What follows belongs to an exercise in optimizing a design on an open flow for small area, a short achievable clock period and few clock cycles per item; a production flow would make more cautious choices. In this exercise RTL edits were held to simulation tests only and were not proved equivalent to the original. Power is estimated from default activity; no workload was simulated.

== main ==
==> flow/design.v (excerpt) <==
module cluster_finder (
    input  wire         clk,
    input  wire         rst,           
    input  wire [13:0]  cl_seed,       
    input  wire         in_valid,
    output wire         in_ready,
    input  wire [139:0] in_row,        
    input  wire [9:0]   in_miss,       
    input  wire [15:0]  in_cn,         
    input  wire [11:0]  in_addr,
    input  wire         in_ts_lost,
    input  wire         in_nsync,
    output wire         out_valid,
    input  wire         out_ready,
    output wire [191:0] out_frame
);
Size: ~7000 cells after synthesis, about 940 flip-flops, about 390 I/O pins.
clock: 20.0 ns
lec_check: 0
cap_margin: 20
core_margin: 2
core_utilization: 50
cts_cluster_diameter: 100
cts_cluster_size: 24
place_density: 0.65
slew_margin: 20
tns_end_percent: 0
standard.sh (not shown) runs the stock make flow with config.mk's settings and CLKGATE_MAP_FILE= SYNTH_SCRIPT=/design/flow/synth_recipe.tcl, a recipe that flattens the netlist after the stock synthesis.
==> flow/flow/run.sh <==
#!/bin/bash
# Own layout flow: the standard flow (standard.sh), with two changes.
#  1. Synthesis maps the logic with a delay-driven ABC script (flow/abc_speed.script)
#     and without Yosys's full-adder extraction, so that ABC sees whole logic cones.
#     Registers are mapped before ABC, exactly as in the standard synthesis.
#  2. Timing repair aims for a setup margin of SETUP_SLACK_MARGIN ns at the design's
#     clock period, so that repair works toward a shorter achieved period.
# Every tool's output goes to a log file in this folder (and ORFS's own logs under orfs/logs).
set -uo pipefail
HERE=$(pwd)
rm -rf "$HERE/scripts_own"
cp -r "$FLOW_HOME/scripts" "$HERE/scripts_own"
cp "$HERE/flow/abc_speed.script" "$HERE/scripts_own/abc_speed.script"
MARGIN=$(cat "$HERE/flow/margin.txt" 2>/dev/null || echo 14)
bash standard.sh SCRIPTS_DIR="$HERE/scripts_own" ADDER_MAP_FILE= SETUP_SLACK_MARGIN="$MARGIN" finish > "$HERE/standard_flow.log" 2>&1
status=$?
echo "standard.sh exit status $status" >> "$HERE/standard_flow.log"
exit $status
==> flow/flow/abc_speed.script <==
strash
dch
map -D 3500
topo
buffer -c
upsize -D 3500
dnsize -D 3500
stime -c
==> flow/flow/margin.txt <==
15
main: PASS, flow complete, no timing, DRC or antenna violations
Testbench counts of main, summed over its fixed seeds: cycles 3,240, frames 320.
### main -> the feature branch
==> flow/flow/abc_speed.script <==
strash
dch
map -D 5000
topo
buffer -c
upsize -D 5000
dnsize -D 5000
stime -c
[summary]
- Relative area change from synthesis to final layout in the feature branch is 2.9 points higher than in main
- [the feature branch] placer congestion estimate fell about 1.5% relative to main
- On the feature branch: count of distinct cell types in the synthesized netlist is 23 lower than what main gave.
- Summary of the feature branch over main: number of buffer and inverter instances along the worst setup path barely changed; die area dropped 1.3%; number of inserted filler cells in the final layout dropped 190; final critical-path required period dropped 69 ps.
- Re number of flip-flops and latches in the synthesized netlist: no difference whatsoever between main and the feature branch.
- main reports its slowest cell on the critical path as xor2_2 while the feature branch reports o21ai_1.
- On multi-input logic area, the feature branch tracks main almost exactly.

* * *

## old
Starting RTL as in the previous note.
clock: 20.0 ns
lec_check: 0
cap_margin: 20
core_margin: 2
core_utilization: 60
cts_cluster_diameter: 100
cts_cluster_size: 24
place_density: 0.75
slew_margin: 20
tns_end_percent: 0
==> flow/flow/abc_speed.script <==
strash
dch
map -D 3500
topo
buffer -c
upsize -D 3500
dnsize -D 3500
stime -c
Scripts as last shown in full above: flow/flow/run.sh, flow/flow/margin.txt
No stage failed in old, and the final checks on the layout all came back clean.
Testbench counts of old, summed over its fixed seeds: cycles 3,240, frames 320.
Edits applied to the flow inputs when going from old to new:
==> flow/flow/run.sh <==
#!/bin/bash
set -uo pipefail
HERE=$(pwd)
MARGIN=$(cat "$HERE/flow/margin.txt" 2>/dev/null || echo 14)
bash standard.sh SETUP_SLACK_MARGIN="$MARGIN" finish > "$HERE/standard_flow.log" 2>&1
status=$?
echo "standard.sh exit status $status" >> "$HERE/standard_flow.log"
exit $status
removed: flow/flow/abc_speed.script
Findings:
Against old, cell count in new fell by a little under 10%.
Changes observed in new relative to old: area used by sequential logic in the layout now smaller, combinational power picked up an extra about 12%.
Xor and xnor area share after synthesis sits lower in new than in old.
Via count normalized by instance count (lower): new
new: average wire per cell in the routed design lower than old
Total power, new and old, higher one = old.
Relative to old, new degrades design area.
Signed area change from the synthesized netlist to the final layout came out higher on new than on old.
Comparing new and old, fill cell total of the finished layout is lower on old.

-- port drivers added, routing unchanged --
The flow's constraints put no driver on any port. The routed layouts listed below were extracted and timed again, unchanged, in two steps. Step 1 sets driving cells, clkbuf_16 on the clock port and buf_2 on the other inputs (assumed; they add their load-dependent delay and slew). Step 2 also shifts input and output timing later by t, the mid clock arrival at the registers, as if the neighbouring blocks saw the same clock. Three values: no drivers, after step 1, after step 2; two values: the first two.
| run | t (ns) | setup slack, ns | clock arrival spread, ns |
|---|---|---|---|
| main | 0.778 | 14.476 / 14.416 / 13.873 | 0.050 / 0.051 |
| the feature branch | 0.776 | 14.545 / 14.505 / 13.831 | 0.043 / 0.043 |
| old | 0.785 | 14.446 / 14.369 / 13.791 | 0.077 / 0.077 |
| new | 0.784 | 14.108 / 14.108 / 14.013 | 0.055 / 0.055 |
After both steps every run listed still meets setup and hold. The setup slack of the feature branch, which loses most, moves by -0.040 ns with the drivers and by -0.714 ns with both steps.
